Context: an optimization exercise on an open-source flow, tuned for small area, a short achievable clock period and few clock cycles. The choices shown serve that exercise and are no tape-out recipe.
Where RTL was checked, it was by simulation tests only, not by an equivalence proof against the original.

## 01-22
==> flow/design.v <==
module roller_dec (
    input  wire        clk,
    input  wire        rst,          
    input  wire        start,        
    input  wire [1:0]  bucket,       
    output wire        idle,
    output reg         done,         
    output reg  [1:0]  status,       
    input  wire        in_valid,
    input  wire [7:0]  in_data,
    output wire        in_ready,
    output wire        wr_en,
    output wire [11:0] wr_addr,
    output wire [7:0]  wr_data,
    output wire        rd_en,
    output wire [11:0] rd_addr,
    input  wire [7:0]  rd_data       
);
    localparam [1:0] ST_OK       = 2'd0,
                     ST_BAD_CODE = 2'd1,
                     ST_BAD_DIST = 2'd2,
                     ST_OVERRUN  = 2'd3;
    reg s_idle;     
    reg s_h0;       
    reg s_h1;       
    reg s_h2;       
    reg s_h3;       
    reg s_tok;      
    reg s_a1;       
    reg s_a2;       
    reg s_a3;       
    reg s_mchk;     
    reg s_mrd;      
    reg s_run;      
    reg s_lit;      
    reg        k_fill;      
    reg        k_long;      
    reg        d1;          
    reg [1:0]  code;        
    reg [11:0] rem;         
    reg [12:0] p;           
    reg [12:0] cnt;         
    reg [11:0] rp;          
    assign idle     = s_idle;
    assign wr_en    = s_run || (s_lit && in_valid);
    assign wr_addr  = p[11:0];
    assign wr_data  = s_run ? (k_fill ? rp[7:0] : rd_data) : in_data;
    assign rd_en    = !(s_run && d1);
    assign rd_addr  = rp;
    assign in_ready = !(s_idle || s_mchk || s_mrd || s_run);
    wire [11:0] rem_dec = rem - 12'd1;
    wire [12:0] cnt_dec = cnt - 13'd1;
    wire        cnt_end = (cnt == 13'd0);
    wire        rem_end = (rem == 12'd0);
    wire        ovr     = p[12] || cnt[12] || (cnt[11:0] > ~p[11:0]);
    wire [7:0]  t       = in_data;
    wire        t_lit   = !t[7];
    wire        t_short = t[7:6] == 2'b10;
    wire        t_long  = t[7:4] == 4'hC;
    wire        t_fill  = t[7:4] == 4'hD;
    wire [6:0]  n       = t[6:0];
    wire        lit_bad = ({5'd0, n} >= rem_dec);
    wire        lit_ovr = ({5'd0, n} > ~p[11:0]);
    wire        arg_bad = t_short ? (rem < 12'd2) : t_long ? (rem < 12'd4) : (rem < 12'd3);
    wire [11:0] tl      = {in_data[3:0], rem[7:0]};
    wire        tl_bad  = (in_data[7:4] != 4'd0) || (tl == 12'd0) ||
                          (tl[11:10] > code) ||
                          (tl[11:10] == code && tl[9:2] == 8'hFF && tl[1:0] != 2'd0);
    wire [11:0] dval    = {rp[11:8], in_data};
    wire [13:0] rsum    = {1'b0, p} + {2'b11, ~rp};
    wire [8:0]  lo6     = {1'b0, in_data} + 9'd6;
    wire [4:0]  hi_sum  = {1'b0, in_data[3:0]} + {4'd0, cnt[8]};
    reg        fin;
    reg [1:0]  fst;
    reg        n_idle, n_h0, n_h1, n_h2, n_h3, n_tok, n_a1, n_a2, n_a3, n_mchk, n_mrd, n_run, n_lit;
    always @(*) begin
        fin = 1'b0;
        fst = ST_OK;
        n_idle = 1'b0; n_h0 = 1'b0; n_h1 = 1'b0; n_h2 = 1'b0; n_h3 = 1'b0; n_tok = 1'b0;
        n_a1 = 1'b0; n_a2 = 1'b0; n_a3 = 1'b0; n_mchk = 1'b0; n_mrd = 1'b0; n_run = 1'b0; n_lit = 1'b0;
        if (s_idle) begin
            if (!start)              n_idle = 1'b1;
            else if (bucket == 2'd3) n_lit  = 1'b1;
            else                     n_h0   = 1'b1;
        end
        if (s_h0) begin
            if (!in_valid)              n_h0 = 1'b1;
            else if (in_data != 8'h01)  begin fin = 1'b1; fst = ST_BAD_CODE; end
            else                        n_h1 = 1'b1;
        end
        if (s_h1) begin
            if (!in_valid)                      n_h1 = 1'b1;
            else if (in_data != {6'd0, code})   begin fin = 1'b1; fst = ST_BAD_CODE; end
            else                                n_h2 = 1'b1;
        end
        if (s_h2) begin
            if (!in_valid) n_h2 = 1'b1;
            else           n_h3 = 1'b1;
        end
        if (s_h3) begin
            if (!in_valid)   n_h3 = 1'b1;
            else if (tl_bad) begin fin = 1'b1; fst = ST_BAD_CODE; end
            else             n_tok = 1'b1;
        end
        if (s_tok) begin
            if (rem_end)                  begin fin = 1'b1; fst = p[12] ? ST_OK : ST_BAD_CODE; end
            else if (p[12])               begin fin = 1'b1; fst = ST_OVERRUN; end
            else if (!in_valid)           n_tok = 1'b1;
            else if (t_lit) begin
                if (lit_bad)              begin fin = 1'b1; fst = ST_BAD_CODE; end
                else if (lit_ovr)         begin fin = 1'b1; fst = ST_OVERRUN; end
                else                      n_lit = 1'b1;
            end
            else if (!(t_short || t_long || t_fill) || arg_bad)
                                          begin fin = 1'b1; fst = ST_BAD_CODE; end
            else                          n_a1 = 1'b1;
        end
        if (s_a1) begin
            if (!in_valid)                n_a1 = 1'b1;
            else if (k_fill || k_long)    n_a2 = 1'b1;
            else                          n_mchk = 1'b1;
        end
        if (s_a2) begin
            if (!in_valid)                n_a2 = 1'b1;
            else if (!k_fill)             n_a3 = 1'b1;
            else if (ovr)                 begin fin = 1'b1; fst = ST_OVERRUN; end
            else                          n_run = 1'b1;
        end
        if (s_a3) begin
            if (!in_valid)                n_a3 = 1'b1;
            else                          n_mchk = 1'b1;
        end
        if (s_mchk) begin
            if (rsum[13])                 begin fin = 1'b1; fst = ST_BAD_DIST; end
            else if (ovr)                 begin fin = 1'b1; fst = ST_OVERRUN; end
            else                          n_mrd = 1'b1;
        end
        if (s_mrd)                        n_run = 1'b1;
        if (s_run) begin
            if (cnt_end)                  n_tok = 1'b1;
            else                          n_run = 1'b1;
        end
        if (s_lit) begin
            if (in_valid && cnt_end)      n_tok = 1'b1;
            else                          n_lit = 1'b1;
        end
        if (fin) n_idle = 1'b1;
    end
    always @(posedge clk) begin
        if (rst) begin
            s_idle <= 1'b1;
            s_h0 <= 1'b0; s_h1 <= 1'b0; s_h2 <= 1'b0; s_h3 <= 1'b0; s_tok <= 1'b0;
            s_a1 <= 1'b0; s_a2 <= 1'b0; s_a3 <= 1'b0; s_mchk <= 1'b0; s_mrd <= 1'b0; s_run <= 1'b0; s_lit <= 1'b0;
            done   <= 1'b0;
        end else begin
            s_idle <= n_idle; s_h0 <= n_h0; s_h1 <= n_h1; s_h2 <= n_h2; s_h3 <= n_h3; s_tok <= n_tok;
            s_a1 <= n_a1; s_a2 <= n_a2; s_a3 <= n_a3; s_mchk <= n_mchk; s_mrd <= n_mrd; s_run <= n_run; s_lit <= n_lit;
            done   <= fin;
        end
    end
    always @(posedge clk) begin
        if (fin) status <= fst;
        if (s_idle && start) begin
            code <= bucket;
            p    <= 13'd0;
            cnt  <= 13'd4095;
            rem  <= 12'd0;
        end
        if (wr_en) p <= p + 13'd1;
        if (in_valid) begin
            if (s_h2) rem[7:0] <= in_data;
            if (s_h3) rem <= tl;
            if (s_tok || s_a1 || s_a2 || s_a3 || s_lit) rem <= rem_dec;
        end
        if (s_tok && in_valid) begin
            k_fill   <= t[6] & t[4];
            k_long   <= t[6] & ~t[4];
            rp[11:8] <= t[3:0];
            cnt[7:0] <= t[7] ? {5'd0, {1'b0, t[5:4]} + 3'd2} : {1'b0, n};
            cnt[12:8] <= (t[7:6] == 2'b11) ? {1'b0, t[3:0]} : 5'd0;
        end
        if (s_a1 && in_valid) begin
            if (k_fill) begin
                cnt[7:0] <= in_data;
            end else begin
                rp[7:0] <= in_data;
                d1      <= (dval == 12'd0);
            end
        end
        if (s_a2 && in_valid) begin
            if (k_fill) rp[7:0] <= in_data;
            else        cnt[8:0] <= lo6;
        end
        if (s_a3 && in_valid)
            cnt[12:8] <= (in_data[7:4] != 4'd0) ? 5'h1F : hi_sum;
        if (s_mchk) rp <= rsum[11:0];
        if (s_mrd || (s_run && !k_fill)) rp <= rp + 12'd1;
        if (s_run || (s_lit && in_valid)) cnt <= cnt_dec;
    end
endmodule
==> flow/config.mk <==
export PLATFORM = sky130hd
export DESIGN_NAME = roller_dec
export DESIGN_NICKNAME = roller_dec
export VERILOG_FILES = /design/flow/design.v
export SDC_FILE = /design/flow/constraint.sdc
export NUM_CORES = 4
export LEC_CHECK = 0
export ABC_AREA = 1
export CAP_MARGIN = 20
export CORE_MARGIN = 2
export CORE_UTILIZATION = 40
export CTS_BUF_LIST = sky130_fd_sc_hd__clkbuf_8
export CTS_CLUSTER_DIAMETER = 100
export CTS_CLUSTER_SIZE = 30
export SETUP_SLACK_MARGIN = 2.8
export SLEW_MARGIN = 20
==> flow/constraint.sdc <==
create_clock -name core_clock -period 5.5 [get_ports {clk}]
set_input_delay 1.1000 -clock core_clock [delete_from_list [all_inputs] [get_ports {clk}]]
set_output_delay 1.1000 -clock core_clock [all_outputs]
set_load 0.01 [all_outputs]
standard.sh (not shown) runs the stock make flow with config.mk's settings and CLKGATE_MAP_FILE= SYNTH_SCRIPT=/design/flow/synth_recipe.tcl, a recipe that flattens the netlist after the stock synthesis.
==> flow/flow/run.sh <==
#!/bin/bash
# Standard layout, with the smallest buffer on the ports and a clock tree
# built without dummy loads.
export BUFFER_PORTS_ARGS="-buffer_cell sky130_fd_sc_hd__buf_1"
export CTS_ARGS="-sink_clustering_enable -repair_clock_nets -sink_clustering_size 30 -sink_clustering_max_diameter 100 -buf_list sky130_fd_sc_hd__clkbuf_8 -dont_use_dummy_load"
bash standard.sh > standard.log 2>&1
The flow did not stop early for 01-22: all stages ran, and the layout cleared the timing, design-rule and antenna checks.
[inputs] 09-09 vs 01-22
-- flow/design.v --
<<< 01-22, line 31
    reg s_a3;       
    reg s_mchk;     
    reg s_mrd;      
    reg s_run;      
    reg s_lit;      
    reg        k_fill;      
    reg        k_long;      
    reg        d1;          
    reg [1:0]  code;        
>>> 09-09, line 31
    reg s_a3;       
    reg s_mchk;     
    reg s_run;      
    reg s_lit;      
    reg        k_fill;      
    reg        k_long;      
    reg        bdist;       
    reg        d1;          
    reg [1:0]  code;        
<<< 01-22, line 48
    assign rd_en    = !(s_run && d1);
    assign rd_addr  = rp;
    assign in_ready = !(s_idle || s_mchk || s_mrd || s_run);
    wire [11:0] rem_dec = rem - 12'd1;
    wire [12:0] cnt_dec = cnt - 13'd1;
>>> 09-09, line 48
    assign rd_en    = !(s_run && d1);
    assign rd_addr  = rp;
    assign in_ready = !(s_idle || s_mchk || s_run);
    wire [11:0] rem_dec = rem - 12'd1;
    wire [12:0] cnt_dec = cnt - 13'd1;
<<< 01-22, line 68
                          (tl[11:10] == code && tl[9:2] == 8'hFF && tl[1:0] != 2'd0);
    wire [11:0] dval    = {rp[11:8], in_data};
    wire [13:0] rsum    = {1'b0, p} + {2'b11, ~rp};
    wire [8:0]  lo6     = {1'b0, in_data} + 9'd6;
    wire [4:0]  hi_sum  = {1'b0, in_data[3:0]} + {4'd0, cnt[8]};
    reg        fin;
    reg [1:0]  fst;
    reg        n_idle, n_h0, n_h1, n_h2, n_h3, n_tok, n_a1, n_a2, n_a3, n_mchk, n_mrd, n_run, n_lit;
    always @(*) begin
        fin = 1'b0;
        fst = ST_OK;
        n_idle = 1'b0; n_h0 = 1'b0; n_h1 = 1'b0; n_h2 = 1'b0; n_h3 = 1'b0; n_tok = 1'b0;
        n_a1 = 1'b0; n_a2 = 1'b0; n_a3 = 1'b0; n_mchk = 1'b0; n_mrd = 1'b0; n_run = 1'b0; n_lit = 1'b0;
        if (s_idle) begin
            if (!start)              n_idle = 1'b1;
>>> 09-09, line 68
                          (tl[11:10] == code && tl[9:2] == 8'hFF && tl[1:0] != 2'd0);
    wire [11:0] dval    = {rp[11:8], in_data};
    wire [13:0] rsum    = {1'b0, p} + {2'b11, ~dval};
    wire [8:0]  lo6     = {1'b0, in_data} + 9'd6;
    wire [4:0]  hi_sum  = {1'b0, in_data[3:0]} + {4'd0, cnt[8]};
    reg        fin;
    reg [1:0]  fst;
    reg        n_idle, n_h0, n_h1, n_h2, n_h3, n_tok, n_a1, n_a2, n_a3, n_mchk, n_run, n_lit;
    always @(*) begin
        fin = 1'b0;
        fst = ST_OK;
        n_idle = 1'b0; n_h0 = 1'b0; n_h1 = 1'b0; n_h2 = 1'b0; n_h3 = 1'b0; n_tok = 1'b0;
        n_a1 = 1'b0; n_a2 = 1'b0; n_a3 = 1'b0; n_mchk = 1'b0; n_run = 1'b0; n_lit = 1'b0;
        if (s_idle) begin
            if (!start)              n_idle = 1'b1;
<<< 01-22, line 132
        end
        if (s_mchk) begin
            if (rsum[13])                 begin fin = 1'b1; fst = ST_BAD_DIST; end
            else if (ovr)                 begin fin = 1'b1; fst = ST_OVERRUN; end
            else                          n_mrd = 1'b1;
        end
        if (s_mrd)                        n_run = 1'b1;
        if (s_run) begin
            if (cnt_end)                  n_tok = 1'b1;
>>> 09-09, line 132
        end
        if (s_mchk) begin
            if (bdist)                    begin fin = 1'b1; fst = ST_BAD_DIST; end
            else if (ovr)                 begin fin = 1'b1; fst = ST_OVERRUN; end
            else                          n_run = 1'b1;
        end
        if (s_run) begin
            if (cnt_end)                  n_tok = 1'b1;
<<< 01-22, line 151
            s_idle <= 1'b1;
            s_h0 <= 1'b0; s_h1 <= 1'b0; s_h2 <= 1'b0; s_h3 <= 1'b0; s_tok <= 1'b0;
            s_a1 <= 1'b0; s_a2 <= 1'b0; s_a3 <= 1'b0; s_mchk <= 1'b0; s_mrd <= 1'b0; s_run <= 1'b0; s_lit <= 1'b0;
            done   <= 1'b0;
        end else begin
            s_idle <= n_idle; s_h0 <= n_h0; s_h1 <= n_h1; s_h2 <= n_h2; s_h3 <= n_h3; s_tok <= n_tok;
            s_a1 <= n_a1; s_a2 <= n_a2; s_a3 <= n_a3; s_mchk <= n_mchk; s_mrd <= n_mrd; s_run <= n_run; s_lit <= n_lit;
            done   <= fin;
        end
>>> 09-09, line 150
            s_idle <= 1'b1;
            s_h0 <= 1'b0; s_h1 <= 1'b0; s_h2 <= 1'b0; s_h3 <= 1'b0; s_tok <= 1'b0;
            s_a1 <= 1'b0; s_a2 <= 1'b0; s_a3 <= 1'b0; s_mchk <= 1'b0; s_run <= 1'b0; s_lit <= 1'b0;
            done   <= 1'b0;
        end else begin
            s_idle <= n_idle; s_h0 <= n_h0; s_h1 <= n_h1; s_h2 <= n_h2; s_h3 <= n_h3; s_tok <= n_tok;
            s_a1 <= n_a1; s_a2 <= n_a2; s_a3 <= n_a3; s_mchk <= n_mchk; s_run <= n_run; s_lit <= n_lit;
            done   <= fin;
        end
<<< 01-22, line 184
                cnt[7:0] <= in_data;
            end else begin
                rp[7:0] <= in_data;
                d1      <= (dval == 12'd0);
            end
        end
>>> 09-09, line 183
                cnt[7:0] <= in_data;
            end else begin
                rp    <= rsum[11:0];
                bdist <= rsum[13];
                d1    <= (dval == 12'd0);
            end
        end
<<< 01-22, line 194
        if (s_a3 && in_valid)
            cnt[12:8] <= (in_data[7:4] != 4'd0) ? 5'h1F : hi_sum;
        if (s_mchk) rp <= rsum[11:0];
        if (s_mrd || (s_run && !k_fill)) rp <= rp + 12'd1;
        if (s_run || (s_lit && in_valid)) cnt <= cnt_dec;
    end
>>> 09-09, line 194
        if (s_a3 && in_valid)
            cnt[12:8] <= (in_data[7:4] != 4'd0) ? 5'h1F : hi_sum;
        if (s_mchk || (s_run && !k_fill)) rp <= rp + 12'd1;
        if (s_run || (s_lit && in_valid)) cnt <= cnt_dec;
    end
Results
The run showing the greater netlist area before placement is 01-22. Diff 01-22 -> 09-09 | met3 wirelength from detailed routing | up slightly. Of 09-09 and 01-22, the run reporting the higher final area was 09-09. Comparing 09-09 and 01-22, detail-routed via count per cell is lower on 01-22. The wire length of the first global-routing pass on 01-22 is in line with that on 09-09. Going from 01-22 to 09-09, synthesized cell count shrinks by 8. Routed wire length grows slightly when moving from 01-22 to 09-09. 09-09 vs 01-22 on time the worst path needs with I/O delays and setup: 09-09 is the lower one.
Testbench counts of 09-09, summed over its fixed seeds: cycles 801,453.
Function not checked in 01-22: the RTL went through the layout flow alone.

-- separate check: timing with driven ports --
In the flow no input, the clock included, has a driving cell. The finished layouts below were timed again as built, in two steps.
Step 1: set_driving_cell puts a clkbuf_16 on clk and a buf_2 on each other input, an assumption about the parent block.
Step 2, shift: input delay + t, output delay - t, t = (earliest + latest rising clock arrival at the registers) / 2. This alone moves slack from input paths to output paths.
Three values: ideal ports, drivers, drivers and shift; two values: the first two.
run | t (ns) | slack for setup (ns) | worst setup path after step 2 | clock arrival spread, ns
01-22 | 0.394 | 2.675 / 2.646 / 2.452 | input to register | 0.021 / 0.022
09-09 | 0.399 | 2.746 / 2.669 / 2.504 | input to register | 0.030 / 0.029
After both steps every run listed still meets setup and hold. For 09-09, which loses most, drivers alone change the setup slack by -0.077 ns; drivers and shift together by -0.242 ns.
